What follows belongs to an exercise in optimizing a design on an open flow for small area, a short achievable clock period and few clock cycles per item; a production flow would make more cautious choices.
The RTL was checked by simulation tests, not by an equivalence proof against the original design.

==> flow/design.v, too long to show whole: its modules and the start of the top module <==
// module elrek_tx: 3103 lines
// module c_inv: 1 lines
// module c_nand2: 1 lines
// module c_nor2: 1 lines
// module c_and2: 1 lines
// module c_or2: 1 lines
// module c_or3: 1 lines
// module c_and3: 1 lines
// module c_and3b: 1 lines
// module c_nand3: 1 lines
// module c_nor2b: 1 lines
// module c_nor4: 1 lines
// module c_a21o: 1 lines
// module c_xor2: 1 lines
// module c_xnor2: 1 lines
// module c_mux2: 1 lines
// module c_mux4: 3 lines
// module c_a222oi: 3 lines
// module c_mux2i: 1 lines
// module c_nand3b: 1 lines
// module c_nor3b: 1 lines
// module c_nor3: 1 lines
module elrek_tx (
    input  wire         clk,
    input  wire         rst,
    input  wire [30:0]  seed,
    input  wire         st_valid,
    output wire         st_ready,
    input  wire [3:0]   st_type,
    input  wire [3:0]   st_seq,
    input  wire [511:0] st_payload,
    output reg          tx_valid,
    output reg  [31:0]  tx_data
);
  // ...
==> flow/flow/run.sh <==
#!/bin/bash
# The standard layout (standard.sh), with these ORFS settings changed:
#  - ABC_LOAD_IN_FF=1: ABC sizes the small one-gate modules of the datapath
#    for a light load instead of upsizing them;
#  - port buffers use the smallest buffer cell (buf_1) rather than the delay
#    cell that buffer_ports picks by default;
#  - clock tree: clkbuf_16 buffers, sinks clustered in groups of up to 24
#    within 120 um, no dummy loads;
#  - repair_timing aims at a setup slack of 63.3 ns (the clock is 80 ns, the
#    I/O delays 16 ns each), without cloning gates.
# Each ORFS step keeps its own log under orfs/logs; make's output goes to
# standard.log.
set -euo pipefail
bash standard.sh ABC_LOAD_IN_FF=1 SETUP_SLACK_MARGIN=63.5 SKIP_GATE_CLONING=1 MATCH_CELL_FOOTPRINT=0 \
    "BUFFER_PORTS_ARGS=-buffer_cell sky130_fd_sc_hd__buf_1" \
    "CTS_ARGS=-sink_clustering_enable -repair_clock_nets -sink_clustering_size 24 -sink_clustering_max_diameter 120 -buf_list sky130_fd_sc_hd__clkbuf_16 -dont_use_dummy_load" \
    finish > standard.log 2>&1
==> flow/standard.sh <==
#!/bin/bash
# synth_recipe.tcl (not shown) runs the flow's synth.tcl, then flattens the netlist and writes it again
# the make line also repeats each setting of config.mk as NAME=value (left out here)
make -C /OpenROAD-flow-scripts/flow DESIGN_CONFIG=/design/flow/config.mk WORK_HOME=/design/flow/orfs CLKGATE_MAP_FILE= SYNTH_SCRIPT=/design/flow/synth_recipe.tcl "${@:-finish}"
==> flow/config.mk <==
export PLATFORM = sky130hd
export DESIGN_NAME = elrek_tx
export DESIGN_NICKNAME = elrek_tx
export VERILOG_FILES = /design/flow/design.v
export SDC_FILE = /design/flow/constraint.sdc
export NUM_CORES = 8
export LEC_CHECK = 0
export CAP_MARGIN = 20
export CORE_MARGIN = 2
export CORE_UTILIZATION = 55
export SLEW_MARGIN = 20
export SYNTH_HIERARCHICAL = 1
==> flow/constraint.sdc <==
create_clock -name core_clock -period 80.0 [get_ports {clk}]
set_input_delay 16.0000 -clock core_clock [delete_from_list [all_inputs] [get_ports {clk}]]
set_output_delay 16.0000 -clock core_clock [all_outputs]
set_load 0.01 [all_outputs]
==> qor.yml, run 1 <==
post_cts_resized: 88
nClkBuffers: 34
final_util_pct: 62.74
fin_skew_ns: 0.05964
required_ns: 64.00
ys.warnings.count: 7
multi_input_area_mm2: 0.01690
place_inst: 4040
rr_startpoint: "tq[6]$_DFFE_PP_"
clock_area_share_pct: 2.070
multi_input_cells: 1878
seq_area_share_pct: 47.16
min_period_ns: 17.03
post-place-ws_ns: 62.27
crit_type: "reg -> out"
yosysTopAreaCellShare_pct: 50.65
wl_per_cell_um: 31.20
post_cts_buffers: 5
core_mm2: 0.06551
clk_pin_slew_ns: 0.11
crit_end: "tx_data[0]"
grtUsageTotal_pct: 36.80
synthMuxAreaShare_pct: 11.65
yosys.area_share.simple_pct: 7.179
top_usage_layer: "met2"
synth_top_family_by_area: "XOR/XNOR gates"
outcome: "timing/DRC/antenna clean"
cap_violations: 0
synthCells: 2567
crit_slowest_cell: "dfxtp_1"
worstHoldPathType: "reg -> reg"
setup_ws_ns: 62.97
grt_max_degree: 190
synth_edf_count: 612
regMostFlops: "P"
port-buffer-count: 587
min_period_over_period_pct: 21.29
hold_viol_final: 0
dr_wl_met3_mm: 11.67
grt_pass1_wl_mm: 176.7
slew_viol_final: 0
m1WireLength_mm: 46.60
Testbench counts, summed over its fixed seeds: cycles 52,836, items 3,200.
==> run 2: changes to the inputs <==
--- a/flow/flow/run.sh
+++ b/flow/flow/run.sh
@@ -11,7 +11,7 @@
 # Each ORFS step keeps its own log under orfs/logs; make's output goes to
 # standard.log.
 set -euo pipefail
-bash standard.sh ABC_LOAD_IN_FF=1 SETUP_SLACK_MARGIN=63.5 SKIP_GATE_CLONING=1 MATCH_CELL_FOOTPRINT=0 \
+bash standard.sh ABC_LOAD_IN_FF=1 SETUP_SLACK_MARGIN=63.3 SKIP_GATE_CLONING=1 \
     "BUFFER_PORTS_ARGS=-buffer_cell sky130_fd_sc_hd__buf_1" \
     "CTS_ARGS=-sink_clustering_enable -repair_clock_nets -sink_clustering_size 24 -sink_clustering_max_diameter 120 -buf_list sky130_fd_sc_hd__clkbuf_16 -dont_use_dummy_load" \
     finish > standard.log 2>&1
--- a/flow/config.mk
+++ b/flow/config.mk
@@ -8,5 +8,6 @@
 export CAP_MARGIN = 20
 export CORE_MARGIN = 2
 export CORE_UTILIZATION = 55
+export PLACE_DENSITY = 0.75
 export SLEW_MARGIN = 20
 export SYNTH_HIERARCHICAL = 1
==> qor.yml, run 2 <==
outcome: "timing/DRC/antenna clean"  # unchanged
syn_to_final_growth_pct: 12.82  # was 13.26%
ys_top_cells_by_count: "826 x xor2_1, 612 x edfxtp_1, 160 x a222oi_1"  # unchanged
largestRegisters: "P: 512 flops, B: 34 flops, tx_data: 32 flops"  # unchanged
synthCells: 2567  # unchanged
critPathLaunch: "tx_data[15]$_DFF_P_"  # was tx_data[0]$_DFF_P_
numCtsBuffers: 31  # was 34
holdBufCountCts: 0  # unchanged
fin_tns_setup_ns: 0  # unchanged
synthMuxAreaShare_pct: 11.65  # unchanged
regMostFlops: "P"  # unchanged
initial_core_util_pct: 55.39  # unchanged
reg2reg_depth: 42  # was 43
synth_compound_area_share_pct: 5.624  # unchanged
initialDrtViolationCount: 4246  # was 3975
setup_ws_ns: 62.89  # was 62.97 ns
cts_tree: "yes"  # unchanged
crit_end: "tx_data[15]"  # was tx_data[0]
yosys.area_share.simple_pct: 7.179  # unchanged
fillCellCount: 5131  # was 5136
path_buf_inv: 1  # unchanged
synth.most_common_cell: "xor2_1"  # unchanged
max_freq_mhz: 58.45  # was 58.71 MHz
grt_pass1_wl_mm: 174.5  # was 176.7 mm
yosysTopAreaCell: "edfxtp_1"  # unchanged
yosys.area_share.adder_pct: 0.6034  # unchanged
postSynthAreaPerCell_um2: 14.14  # unchanged
largest_reg_flops: 512  # unchanged
syn_area_mm2: 0.03629  # unchanged
die_width_um: 260.9  # unchanged
final_common_cell: "xor2_1"  # unchanged
synth_top_family_by_area: "XOR/XNOR gates"  # unchanged
core_mm2: 0.06551  # unchanged
wirelength_mm: 124.8  # was 128.2 mm
cts-root-buf: "clkbuf_16"  # unchanged
clkLatencyLatePin_ns: 0.65  # was 0.60 ns
critPathLaunchType: "register"  # unchanged
min_period_ns: 17.11  # was 17.03 ns
crit_type: "reg -> out"  # unchanged
wl_per_cell_um: 30.37  # was 31.20 µm
route.detailed.drc: 0  # unchanged
critPathMaxFanout: 1  # unchanged
synth-seq-cells: 661  # unchanged
worstPathArrival_ns: 1.11  # was 1.03 ns
rr_startpoint: "tq[6]$_DFFE_PP_"  # unchanged
hold_depth: 2  # unchanged
hold_viol_final: 0  # unchanged
worstMarginPinSlew_ns: 1.117  # was 1.136 ns
required_ns: 64.00  # about the same
boundaryPins: 588  # unchanged
cp_top_family: "flip-flops"  # unchanged
routed_via_density: 6.391  # was 6.357
overflow: 0  # unchanged
cp_cell_sequence: "buf_2"  # unchanged
dp_hpwl_mm: 97.94  # was 100.2 mm
slew_viol_final: 0  # unchanged
dieHeight_um: 260.9  # unchanged
final_cells: 4111  # was 4110
synthXorXnorAreaFrac_pct: 21.14  # unchanged
r2r_slack_ns: 66.10  # was 66.36 ns
whs_ns: 0.5344  # was 0.5525 ns
grt_max_degree: 92  # was 190
fin_skew_ns: 0.02624  # was 0.05964 ns
synth_area_leaders: "edfxtp_1 51%, xor2_1 20%, mux4_2 6.5%"  # unchanged
cap_violations: 0  # unchanged
grtUsageTotal_pct: 35.74  # was 36.80%
antenna_found_initial: 28  # was 31
ys.warnings.count: 7  # unchanged
final_cell_mix: "826 x xor2_1, 612 x edfxtp_1, 552 x buf_1"  # unchanged
end_kind: "primary output"  # unchanged
synthArstFlopShare_pct: 0  # unchanged
worstHoldPathType: "reg -> reg"  # unchanged
crit_slowest_cell: "dfxtp_1"  # unchanged
cp_num_cells: 1  # unchanged
r2r-end: "hist[1]$_DFFE_PP_"  # was hist[2]$_DFFE_PP_
synth_edf_count: 612  # unchanged
setup_viol: 0  # unchanged
drive_above_1_share_pct: 9.179  # was 9.413%
min_period_over_period_pct: 21.38  # was 21.29%
antenna_left: 0  # unchanged
seq_area_frac_synth_pct: 53.35  # unchanged
synth_cell_types: 54  # unchanged
yosysTopAreaCellShare_pct: 50.65  # unchanged
num_vias: 26270  # was 26.13k
port-buffer-count: 587  # unchanged
grt_pass1_vias: 26420  # was 25.78k
place_inst: 4044  # was 4040
firstDrtPassIters: 12  # was 10
die_area_mm2: 0.06805  # unchanged
rsz0062_at_grt: "true"  # unchanged
slowest_delay_ns: 0.34  # was 0.33 ns
place_congestion: 0.9686  # was 0.9846
ys.flop_type: "edfxtp_1"  # unchanged
cts_max_level: 1  # was 2
clock_sink_count: 661  # unchanged
post-place-ws_ns: 62.33  # was 62.27 ns
layout.nets: 3786  # was 3791
core.rowCount: 94  # unchanged
clockBufferDepth: 3  # unchanged
clk_pin_slew_ns: 0.11  # about the same
slew_headroom_pct: 25.55  # was 24.16%
## run 2: cell counts after synthesis
Identical to the previous run, type by type.
## run 2: routing by layer
| layer | wire length (µm) | track usage (%) |
|---|---|---|
| met1 | 42450 | 43.62 |
| met3 | 12870 | 5.653 |
| met2 | 62440 | 61.81 |
| met4 | 7027 | 17.54 |
| met5 | 49 | 0 |
## run 2: cell families after synthesis
family / count (synthesis)
buf+inv: 29
other cells: 1
flops: 661
simple gates: 473
mux: 288
fa+ha+maj: 17
xor+xnor: 876
compound gates: 222
## run 2: per-module statistics from Yosys (local to each module, per instance), a selection
| module | cells | flops+latches | area, µm² |
|---|---|---|---|
| c_or2 | 1 | 0 | 6.256 |
| c_xnor2 | 1 | 0 | 8.758 |
| c_and3b | 1 | 0 | 8.758 |
| c_nand2 | 1 | 0 | 3.754 |
| c_nor3 | 1 | 0 | 5.005 |
| c_mux2i | 1 | 0 | 10.01 |
| c_nor3b | 1 | 0 | 7.507 |
| c_a21o | 1 | 0 | 7.507 |
| c_nor2b | 1 | 0 | 6.256 |
| c_nor2 | 1 | 0 | 3.754 |
## run 2: worst min-delay path by stage
stage	start	endpoint	slack [ns]
floorplan	mk$_SDFFE_PP0P_	mk$_SDFFE_PP0P_	0.47
global placement	mk$_SDFFE_PP0P_	mk$_SDFFE_PP0P_	0.51
detailed placement	mk$_SDFFE_PP0P_	mk$_SDFFE_PP0P_	0.52
CTS	mk$_SDFFE_PP0P_	mk$_SDFFE_PP0P_	0.53
global route	mk$_SDFFE_PP0P_	mk$_SDFFE_PP0P_	0.57
finish	mk$_SDFFE_PP0P_	mk$_SDFFE_PP0P_	0.53
## run 2: area by class of cell
type / instances / area (µm²) / share of cell area (%)
clock buffers: 31 / 775.7 / 1.895
flip-flops and latches: 661 / 19380 / 47.34
well taps: 864 / 1081 / 2.641
multi-input cells: 1878 / 16880 / 41.24
diodes: 33 / 82.58 / 0.2017
repair buffers: 632 / 2691 / 6.574
inverters: 12 / 45.04 / 0.1100
## run 2: timing repair
item | CTS | global route
pin swaps | 0 | 0
setup buffers | 0 | 1
gates resized for setup | 47 | 12
setup endpoints to repair | 65 | 65
## run 2: per-stage QoR
stage                     cell area (µm²)  util, %
after floorplan                     36310        -
after global placement              39900    60.90
after detailed placement            39900    60.90
after CTS                           40760    62.22
after global routing                40920    62.46
final                               40940    62.49
==> run 3: changes to the inputs <==
--- a/flow/config.mk
+++ b/flow/config.mk
@@ -8,6 +8,5 @@
 export CAP_MARGIN = 20
 export CORE_MARGIN = 2
 export CORE_UTILIZATION = 55
-export PLACE_DENSITY = 0.75
 export SLEW_MARGIN = 20
 export SYNTH_HIERARCHICAL = 1
==> qor.yml, run 3 <==
outcome: "timing/DRC/antenna clean"  # unchanged
cap_violations: 0  # unchanged
synth_edf_count: 612  # unchanged
fin_skew_ns: 0.06992  # was 0.02624 ns
r2r_slack_ns: 66.17  # was 66.10 ns
firstDrtPassIters: 13  # was 12
setup_viol: 0  # unchanged
cts-root-buf: "clkbuf_16"  # unchanged
route.detailed.drc: 0  # unchanged
die_area_mm2: 0.06805  # unchanged
largest_reg_flops: 512  # unchanged
synth-seq-cells: 661  # unchanged
critPathLaunchType: "register"  # unchanged
final_common_cell: "xor2_1"  # unchanged
cts_max_level: 2  # was 1
cp_cell_sequence: "buf_6"  # was buf_2
ys.warnings.count: 7  # unchanged
critPathMaxFanout: 1  # unchanged
synth.most_common_cell: "xor2_1"  # unchanged
die_width_um: 260.9  # unchanged
layout.nets: 3776  # was 3786
core.rowCount: 94  # unchanged
yosysTopAreaCellShare_pct: 50.65  # unchanged
max_freq_mhz: 58.76  # was 58.45 MHz
wl_per_cell_um: 31.04  # was 30.37 µm
dp_hpwl_mm: 97.98  # was 97.94 mm
path_buf_inv: 1  # unchanged
min_period_ns: 17.02  # was 17.11 ns
grt_pass1_wl_mm: 176.1  # was 174.5 mm
crit_type: "reg -> out"  # unchanged
clkLatencyLatePin_ns: 0.60  # was 0.65 ns
dieHeight_um: 260.9  # unchanged
required_ns: 64.00  # about the same
post_cts_buffers: 0  # unchanged
stdcell_area_mm2: 0.04095  # was 0.04094 mm²
slew_headroom_pct: 23.62  # was 25.55%
fin_tns_setup_ns: 0  # unchanged
grtUsageTotal_pct: 36.55  # was 35.74%
initialDrtViolationCount: 3766  # was 4246
postSynthAreaPerCell_um2: 14.14  # unchanged
crit_slowest_cell: "dfxtp_2"  # was dfxtp_1
largestRegisters: "P: 512 flops, B: 34 flops, tx_data: 32 flops"  # unchanged
worstPathArrival_ns: 1.02  # was 1.11 ns
overflow: 0  # unchanged
antenna_found_initial: 37  # was 28
regMostFlops: "P"  # unchanged
place_congestion: 0.9400  # was 0.9686
core_mm2: 0.06551  # unchanged
antenna_left: 0  # unchanged
routed_via_density: 6.338  # was 6.391
syn_to_final_growth_pct: 12.85  # was 12.82%
wirelength_mm: 127.3  # was 124.8 mm
ys_top_cells_by_count: "826 x xor2_1, 612 x edfxtp_1, 160 x a222oi_1"  # unchanged
clockBufferDepth: 3  # unchanged
slew_viol_final: 0  # unchanged
port-buffer-count: 587  # unchanged
min_period_over_period_pct: 21.27  # was 21.38%
synth_area_leaders: "edfxtp_1 51%, xor2_1 20%, mux4_2 6.5%"  # unchanged
rsz0062_at_grt: "true"  # unchanged
numCtsBuffers: 34  # was 31
seq_area_frac_synth_pct: 53.35  # unchanged
hold_viol_final: 0  # unchanged
initial_core_util_pct: 55.39  # unchanged
grt_max_degree: 153  # was 92
placed_cell_area_mm2: 0.03985  # was 0.03990 mm²
end_kind: "primary output"  # unchanged
cts_tree: "yes"  # unchanged
yosysTopAreaCell: "edfxtp_1"  # unchanged
num_vias: 26010  # was 26.27k
synthCells: 2567  # unchanged
grt_pass1_vias: 25940  # was 26.42k
worstMarginPinSlew_ns: 1.144  # was 1.117 ns
clk_pin_slew_ns: 0.10  # was 0.11 ns
final_cell_mix: "826 x xor2_1, 612 x edfxtp_1, 552 x buf_1"  # unchanged
slowest_delay_ns: 0.34  # about the same
drive_above_1_share_pct: 9.051  # was 9.179%
synthArstFlopShare_pct: 0  # unchanged
ys.flop_type: "edfxtp_1"  # unchanged
boundaryPins: 588  # unchanged
clock_sink_count: 661  # unchanged
syn_area_mm2: 0.03629  # unchanged
synth_cell_types: 54  # unchanged
worstHoldPathType: "reg -> reg"  # unchanged
cp_top_family: "flip-flops"  # unchanged
run 3: cell counts after synthesis:
Identical to the previous run, type by type.
run 3: per-layer routing:
metal | GRT usage (%) | vias to the layer above | share of wire [%]
li1 | - | 11140 | -
met1 | 43.94 | 13060 | 35
met2 | 63.73 | 1495 | 51
met3 | 6.420 | 302 | 8.7
met4 | 17.44 | 8 | 4.9
met5 | 0 | - | 0.044
run 3: kinds of logic after synthesis:
| family | count (synthesis) | synth area share, % |
|---|---|---|
| xor gates and xnor gates | 876 | 21.14 |
| DFF | 661 | 53.35 |
| and+or+nand+nor | 473 | 7.179 |
| muxes | 288 | 11.65 |
| AOI/OAI and AO/OA | 222 | 5.624 |
| buffers and inverters | 29 | 0.4344 |
| adders and majority gates | 17 | 0.6034 |
| other | 1 | 0.01033 |
run 3: final timing paths:
kind | to | from | cells past startpoint
hold reg to reg | hv$_SDFFE_PP0N_ | hv$_SDFFE_PP0N_ | 2
setup reg to reg | hist[1]$_DFFE_PP_ | tq[6]$_DFFE_PP_ | 42
hold / removal | hv$_SDFFE_PP0N_ | hv$_SDFFE_PP0N_ | 2
setup / recovery | tx_data[21] | tx_data[21]$_DFF_P_ | 1
run 3: worst min-delay path, cell delays in order, from the launching register on:
cell     delay, ns
dfxtp_1       0.35
a21oi_1       0.13
nor2_1        0.04
run 3: final cells by class:
cell class,count,area [µm²]
Fill cell,5202,24560
Sequential cell,661,19380
Multi-Input combinational cell,1878,16900
Timing Repair Buffer,619,2597
Tap cell,864,1081
Clock buffer,34,850.8
Antenna cell,35,87.58
Inverter,12,45.04
run 3: stage by stage:
stage	util [%]	std cells	hold WS, ns	setup WS (ns)
final	62.51	4103	0.5526	62.98
after global routing	62.48	4095	0.5847	62.95
after CTS	62.25	4068	0.5487	62.95
after detailed placement	60.83	4034	0.5317	62.71
after global placement	60.83	4034	0.5092	62.75
after floorplan	-	2568	0.4675	62.50
run 3: modules after synthesis (local to each module, per instance), excerpt:
module    times used  flops+latches  cell area (µm²)
c_mux2             2              0            11.26
c_nor3b           10              0            7.507
c_nand3           64              0            5.005
c_and3b           31              0            8.758
c_mux4           104              0            22.52
c_a21o            27              0            7.507
elrek_tx           1            661            21110
c_or3              9              0            6.256
c_nor2            96              0            3.754
c_nor4            36              0            6.256
c_nand2           32              0            3.754
run 3: what timing repair did:
item / CTS / global route
setup endpoints to repair: 34 / 35
resized for setup: 44 / 21
hold buffers: 0 / 0
==> run 4: changes to the inputs <==
--- a/flow/flow/run.sh
+++ b/flow/flow/run.sh
@@ -13,5 +13,5 @@
 set -euo pipefail
 bash standard.sh ABC_LOAD_IN_FF=1 SETUP_SLACK_MARGIN=63.3 SKIP_GATE_CLONING=1 \
     "BUFFER_PORTS_ARGS=-buffer_cell sky130_fd_sc_hd__buf_1" \
-    "CTS_ARGS=-sink_clustering_enable -repair_clock_nets -sink_clustering_size 24 -sink_clustering_max_diameter 120 -buf_list sky130_fd_sc_hd__clkbuf_16 -dont_use_dummy_load" \
+    "CTS_ARGS=-sink_clustering_enable -repair_clock_nets -sink_clustering_size 16 -sink_clustering_max_diameter 90 -buf_list {sky130_fd_sc_hd__clkbuf_8 sky130_fd_sc_hd__clkbuf_16} -dont_use_dummy_load" \
     finish > standard.log 2>&1
==> qor.yml, run 4 <==
outcome: "timing/DRC/antenna clean"  # unchanged
synth_top_family_by_area: "XOR/XNOR gates"  # unchanged
hold_viol_final: 0  # unchanged
syn_to_final_growth_pct: 13.92  # was 12.85%
synth.most_common_cell: "xor2_1"  # unchanged
synth_compound_area_share_pct: 5.624  # unchanged
place_congestion: 0.9400  # unchanged
crit_type: "reg -> out"  # unchanged
worstPathArrival_ns: 1.04  # was 1.02 ns
largestRegisters: "P: 512 flops, B: 34 flops, tx_data: 32 flops"  # unchanged
cp_cell_sequence: "buf_6"  # unchanged
required_ns: 64.00  # about the same
firstDrtPassIters: 10  # was 13
routed_via_density: 6.352  # was 6.338
yosysTopAreaCellShare_pct: 50.65  # unchanged
worstMarginPinSlew_ns: 1.148  # was 1.144 ns
final_cell_mix: "826 x xor2_1, 612 x edfxtp_1, 552 x buf_1"  # unchanged
port-buffer-count: 587  # unchanged
layout.nets: 3793  # was 3776
setup_viol: 0  # unchanged
synthCells: 2567  # unchanged
core_mm2: 0.06551  # unchanged
yosys.area_share.adder_pct: 0.6034  # unchanged
postSynthAreaPerCell_um2: 14.14  # unchanged
synth_edf_count: 612  # unchanged
overflow: 0  # unchanged
max_freq_mhz: 58.70  # was 58.76 MHz
synth-seq-cells: 661  # unchanged
use_met1_pct: 44.20  # was 43.94%
dieHeight_um: 260.9  # unchanged
clockBufferDepth: 3  # unchanged
min_period_over_period_pct: 21.30  # was 21.27%
end_kind: "primary output"  # unchanged
numCtsBuffers: 49  # was 34
grtUsageTotal_pct: 36.65  # was 36.55%
whs_ns: 0.5482  # was 0.5526 ns
ys.warnings.count: 7  # unchanged
slew_headroom_pct: 23.37  # was 23.62%
synthMuxAreaShare_pct: 11.65  # unchanged
initialDrtViolationCount: 3905  # was 3766
critPathMaxFanout: 1  # unchanged
cts_max_level: 2  # unchanged
cap_violations: 0  # unchanged
regMostFlops: "P"  # unchanged
fin_skew_ns: 0.07330  # was 0.06992 ns
cts_tree: "yes"  # unchanged
grt_pass1_wl_mm: 176.8  # was 176.1 mm
antenna_found_initial: 35  # was 37
rsz0062_at_grt: "true"  # unchanged
post-place-ws_ns: 62.71  # unchanged
die_width_um: 260.9  # unchanged
cp_top_family: "flip-flops"  # unchanged
fin_tns_setup_ns: 0  # unchanged
worstHoldPathType: "reg -> reg"  # unchanged
syn_area_mm2: 0.03629  # unchanged
top_usage_layer: "met2"  # unchanged
clock_sink_count: 661  # unchanged
setup_ws_ns: 62.96  # was 62.98 ns
route.detailed.drc: 0  # unchanged
wirelength_mm: 128.0  # was 127.3 mm
met2_usage_pct: 63.95  # was 63.73%
synthXorXnorAreaFrac_pct: 21.14  # unchanged
path_buf_inv: 1  # unchanged
grt_max_degree: 153  # unchanged
wl_per_cell_um: 31.06  # was 31.04 µm
final_common_cell: "xor2_1"  # unchanged
initial_core_util_pct: 55.39  # unchanged
slew_viol_final: 0  # unchanged
ys.flop_type: "edfxtp_1"  # unchanged
critPathLaunchType: "register"  # unchanged
gr-usage-met3_pct: 6.177  # was 6.420%
yosys.area_share.simple_pct: 7.179  # unchanged
synthArstFlopShare_pct: 0  # unchanged
seq_area_frac_synth_pct: 53.35  # unchanged
synth_area_leaders: "edfxtp_1 51%, xor2_1 20%, mux4_2 6.5%"  # unchanged
clkLatencyLatePin_ns: 0.63  # was 0.60 ns
clk_pin_slew_ns: 0.07  # was 0.10 ns
holdBufCountCts: 0  # unchanged
die_area_mm2: 0.06805  # unchanged
cts-root-buf: "clkbuf_16"  # unchanged
antenna_left: 0  # unchanged
synth_cell_types: 54  # unchanged
drive_above_1_share_pct: 9.531  # was 9.051%
core.rowCount: 94  # unchanged
boundaryPins: 588  # unchanged
min_period_ns: 17.04  # was 17.02 ns
largest_reg_flops: 512  # unchanged
num_vias: 26160  # was 26.01k
slowest_delay_ns: 0.33  # was 0.34 ns
grt_pass1_vias: 26120  # was 25.94k
crit_slowest_cell: "dfxtp_2"  # unchanged
yosysTopAreaCell: "edfxtp_1"  # unchanged
dp_hpwl_mm: 97.98  # unchanged
ys_top_cells_by_count: "826 x xor2_1, 612 x edfxtp_1, 160 x a222oi_1"  # unchanged
## run 4: per-stage QoR
stage | std cells | area [µm²] | util, %
CTS | 4084 | 41160 | 62.83
global route | 4109 | 41310 | 63.06
detailed placement | 4034 | 39850 | 60.83
floorplan | 2568 | 36310 | -
finish | 4119 | 41340 | 63.10
global placement | 4034 | 39850 | 60.83
## run 4: repair_timing
action                     CTS  global route
buffers inserted             1             1
gates resized for setup     44            21
hold endpoints to repair     0             0
setup endpoints to repair   34            35
## run 4: cells by family after synthesis
logic type / Yosys count
AO/OA/AOI/OAI: 222
XOR/XNOR: 876
adder cells (fa/ha/maj): 17
buffers and inverters: 29
flip-flops: 661
multiplexers: 288
other: 1
AND/OR/NAND/NOR: 473
## run 4: layout make-up
type	count	area (µm²)
fillers	5143	24170
well taps	864	1081
multi-input cells	1878	16900
flip-flops and latches	661	19380
diodes	34	85.08
inverters	12	45.04
clock buffers	49	1226
repair buffers	621	2613
## run 4: metal layers
metal  part of all wire, %  wire (µm)
met1                    35      44810
met2                    51      65170
met3                   8.9      11380
met4                   5.1       6559
met5                 0.028         36
## run 4: worst paths after layout
kind | startpoint | end | slack (ns) | cells past startpoint
min reg2reg | hv$_SDFFE_PP0N_ | hv$_SDFFE_PP0N_ | 0.55 | 2
max reg2reg | tq[6]$_DFFE_PP_ | hist[1]$_DFFE_PP_ | 66.15 | 42
max | tx_data[21]$_DFF_P_ | tx_data[21] | 62.96 | 1
min | hv$_SDFFE_PP0N_ | hv$_SDFFE_PP0N_ | 0.55 | 2
## run 4: per-module statistics from Yosys (local to each module, per instance), excerpt
| module | area (µm²) | cells inside |
|---|---|---|
| c_nor3b | 7.507 | 1 |
| c_nor2 | 3.754 | 1 |
| elrek_tx | 21110 | 887 |
| c_nand3 | 5.005 | 1 |
| c_a21o | 7.507 | 1 |
| c_nand3b | 7.507 | 1 |
| c_nor4 | 6.256 | 1 |
| c_and3b | 8.758 | 1 |
| c_a222oi | 10.01 | 1 |
==> run 5: changes to the inputs <==
--- a/flow/flow/run.sh
+++ b/flow/flow/run.sh
@@ -13,5 +13,5 @@
 set -euo pipefail
 bash standard.sh ABC_LOAD_IN_FF=1 SETUP_SLACK_MARGIN=63.3 SKIP_GATE_CLONING=1 \
     "BUFFER_PORTS_ARGS=-buffer_cell sky130_fd_sc_hd__buf_1" \
-    "CTS_ARGS=-sink_clustering_enable -repair_clock_nets -sink_clustering_size 16 -sink_clustering_max_diameter 90 -buf_list {sky130_fd_sc_hd__clkbuf_8 sky130_fd_sc_hd__clkbuf_16} -dont_use_dummy_load" \
+    "CTS_ARGS=-sink_clustering_enable -repair_clock_nets -sink_clustering_size 26 -sink_clustering_max_diameter 110 -buf_list sky130_fd_sc_hd__clkbuf_16 -dont_use_dummy_load" \
     finish > standard.log 2>&1
==> qor.yml, run 5 <==
seqCellArea_mm2: 0.01938  # unchanged
cts-root-buf: "clkbuf_16"  # unchanged
largestRegisters: "P: 512 flops, B: 34 flops, tx_data: 32 flops"  # unchanged
cts_tree: "yes"  # unchanged
core_mm2: 0.06551  # unchanged
syn_to_final_growth_pct: 12.60  # was 13.92%
max_freq_mhz: 58.48  # was 58.70 MHz
seq_area_frac_synth_pct: 53.35  # unchanged
wirelength_mm: 127.2  # was 128.0 mm
clockBufferDepth: 3  # unchanged
synthXorXnorAreaFrac_pct: 21.14  # unchanged
cp_cell_sequence: "buf_6"  # unchanged
met2_length_mm: 65.46  # was 65.17 mm
numCtsBuffers: 31  # was 49
synthMuxAreaShare_pct: 11.65  # unchanged
port-buffer-count: 587  # unchanged
setup_viol: 0  # unchanged
synthArstFlopShare_pct: 0  # unchanged
synth.most_common_cell: "xor2_1"  # unchanged
holdBufCountCts: 0  # unchanged
fillCellCount: 5215  # was 5143
dieHeight_um: 260.9  # unchanged
regMostFlops: "P"  # unchanged
synth_compound_area_share_pct: 5.624  # unchanged
critPathMaxFanout: 1  # unchanged
worstPathArrival_ns: 1.10  # was 1.04 ns
die_area_mm2: 0.06805  # unchanged
worstHoldPathType: "reg -> reg"  # unchanged
cap_violations: 0  # unchanged
overflow: 0  # unchanged
wl_per_cell_um: 31.06  # about the same
yosys.area_share.simple_pct: 7.179  # unchanged
antenna_found_initial: 34  # was 35
yosys.area_share.adder_pct: 0.6034  # unchanged
grt_pass1_wl_mm: 175.8  # was 176.8 mm
min_period_ns: 17.10  # was 17.04 ns
initial_core_util_pct: 55.39  # unchanged
grtUsageTotal_pct: 36.37  # was 36.65%
hold_viol_final: 0  # unchanged
slowest_delay_ns: 0.34  # was 0.33 ns
syn_area_mm2: 0.03629  # unchanged
grt_pass1_vias: 25860  # was 26.12k
fin_tns_setup_ns: 0  # unchanged
die_width_um: 260.9  # unchanged
boundaryPins: 588  # unchanged
critPathLaunchType: "register"  # unchanged
slew_headroom_pct: 25.01  # was 23.37%
yosysTopAreaCellShare_pct: 50.65  # unchanged
firstDrtPassIters: 9  # was 10
route.detailed.drc: 0  # unchanged
path_buf_inv: 1  # unchanged
fin_skew_ns: 0.05605  # was 0.07330 ns
synth_cell_types: 54  # unchanged
yosysTopAreaCell: "edfxtp_1"  # unchanged
initialDrtViolationCount: 3820  # was 3905
postSynthAreaPerCell_um2: 14.14  # unchanged
rr_startpoint: "tq[6]$_DFFE_PP_"  # unchanged
final_cell_mix: "826 x xor2_1, 612 x edfxtp_1, 552 x buf_1"  # unchanged
final_cells: 4096  # was 4119
final_common_cell: "xor2_1"  # unchanged
outcome: "timing/DRC/antenna clean"  # unchanged
routed_via_density: 6.340  # was 6.352
end_kind: "primary output"  # unchanged
synth_edf_count: 612  # unchanged
cts_max_level: 1  # was 2
synthCells: 2567  # unchanged
highest_layer: "met5"  # unchanged
largest_reg_flops: 512  # unchanged
synth-seq-cells: 661  # unchanged
critPathLaunch: "tx_data[21]$_DFF_P_"  # unchanged
ys_top_cells_by_count: "826 x xor2_1, 612 x edfxtp_1, 160 x a222oi_1"  # unchanged
rsz0062_at_grt: "true"  # unchanged
place_congestion: 0.9400  # unchanged
drive_above_1_share_pct: 8.966  # was 9.531%
cp_top_family: "flip-flops"  # unchanged
clk_pin_slew_ns: 0.10  # was 0.07 ns
post_cts_buffers: 0  # was 1
place_inst: 4034  # unchanged
slew_viol_final: 0  # unchanged
core.rowCount: 94  # unchanged
clock_sink_count: 661  # unchanged
grt_max_degree: 153  # unchanged
hold_start: "hv$_SDFFE_PP0N_"  # unchanged
synth_area_leaders: "edfxtp_1 51%, xor2_1 20%, mux4_2 6.5%"  # unchanged
crit_slowest_cell: "dfxtp_2"  # unchanged
num_vias: 25970  # was 26.16k
dp_hpwl_mm: 97.98  # unchanged
m1WireLength_mm: 44.81  # about the same
required_ns: 64.00  # about the same
ys.warnings.count: 7  # unchanged
crit_type: "reg -> out"  # unchanged
layout.nets: 3773  # was 3793
ys.flop_type: "edfxtp_1"  # unchanged
antenna_left: 0  # unchanged
multi_input_area_mm2: 0.01690  # unchanged
worstMarginPinSlew_ns: 1.124  # was 1.148 ns
synth_top_family_by_area: "XOR/XNOR gates"  # unchanged
min_period_over_period_pct: 21.38  # was 21.30%
dr_wl_met3_mm: 11.04  # was 11.38 mm
clkLatencyLatePin_ns: 0.65  # was 0.63 ns
-- run 5: cell counts after synthesis --
No cell type changed its count.
-- run 5: routing by layer --
| metal | track usage, % | up-vias |
|---|---|---|
| met5 | 0 | - |
| met2 | 64.12 | 1539 |
| met1 | 44.60 | 13030 |
| met4 | 15.95 | 10 |
| met3 | 5.031 | 267 |
| li1 | - | 11130 |
-- run 5: Yosys stat by module, one instance, submodules excluded, excerpt --
module / flip-flops and latches / times used
c_a222oi: 0 / 160
c_nor2: 0 / 96
c_mux4: 0 / 104
c_or3: 0 / 9
c_nand3b: 0 / 31
c_or2: 0 / 49
c_nor3b: 0 / 10
c_a21o: 0 / 27
c_nor4: 0 / 36
c_mux2: 0 / 2
c_nand2: 0 / 32
c_and3: 0 / 1
c_nand3: 0 / 64
c_and3b: 0 / 31
-- run 5: final cells by class --
class	instances	share of cell area, %
Tap cell	864	2.646
Antenna cell	31	0.1899
Inverter	12	0.1102
Multi-Input combinational cell	1878	41.36
Timing Repair Buffer	619	6.348
Clock buffer	31	1.899
Sequential cell	661	47.44
-- run 5: kinds of logic after synthesis --
family / Yosys count
XOR/XNOR: 876
flip-flops: 661
adder cells (fa/ha/maj): 17
AO/OA/AOI/OAI: 222
AND/OR/NAND/NOR: 473
multiplexers: 288
buffers and inverters: 29
other: 1
-- run 5: worst paths after layout --
path                                          end  slack [ns]  cells after the start
worst min register to register    hv$_SDFFE_PP0N_        0.55                      2
worst min-delay path              hv$_SDFFE_PP0N_        0.55                      2
worst max-delay path                  tx_data[21]       62.90                      1
worst max register to register  hist[1]$_DFFE_PP_       66.12                     42
-- run 5: repair_timing --
item                       CTS  global route
gates resized for setup     44            20
cloned                       0             0
setup endpoints to repair   34            34
-- run 5: metrics by stage --
step                utilization [%]  cell area, µm²  hold slack [ns]  setup WS [ns]
finish                        62.37           40860           0.5517          62.90
global route                  62.34           40840           0.5856          62.87
CTS                           62.14           40710           0.5493          62.86
detailed placement            60.83           39850           0.5317          62.71
global placement              60.83           39850           0.5092          62.75
floorplan                         -           36310           0.4675          62.50

-- afterwards: timing with drivers on the ports --
The flow's constraints put no driver on any port. The routed layouts listed below were extracted and timed again, unchanged, in two steps. Step 1 sets driving cells, clkbuf_16 on the clock port and buf_2 on the other inputs (assumed; they add their load-dependent delay and slew). Step 2 adds t to the input delays and takes it off the output delays; t is the mean of the earliest and latest rising clock arrival at the registers after step 1. Input paths then give back, and output paths get back, about the clock's delay inside the block. Slacks: no drivers / after step 1 / after step 2; pairs: no drivers / after step 1.
| run | t, ns | slack for setup (ns) | latest minus earliest clock arrival (ns) |
|---|---|---|---|
| run 1 | 0.641 | 62.968 / 62.899 / 62.953 | 0.061 / 0.061 |
| run 2 | 0.710 | 62.893 / 62.820 / 62.734 | 0.026 / 0.027 |
| run 3 | 0.637 | 62.981 / 62.911 / 62.711 | 0.072 / 0.072 |
| run 4 | 0.665 | 62.963 / 62.894 / 62.688 | 0.073 / 0.073 |
| run 5 | 0.697 | 62.899 / 62.828 / 62.697 | 0.057 / 0.057 |
After both steps setup and hold are still met in every run listed. For run 4, which loses most, drivers alone change the setup slack by -0.069 ns; drivers and shift together by -0.275 ns.
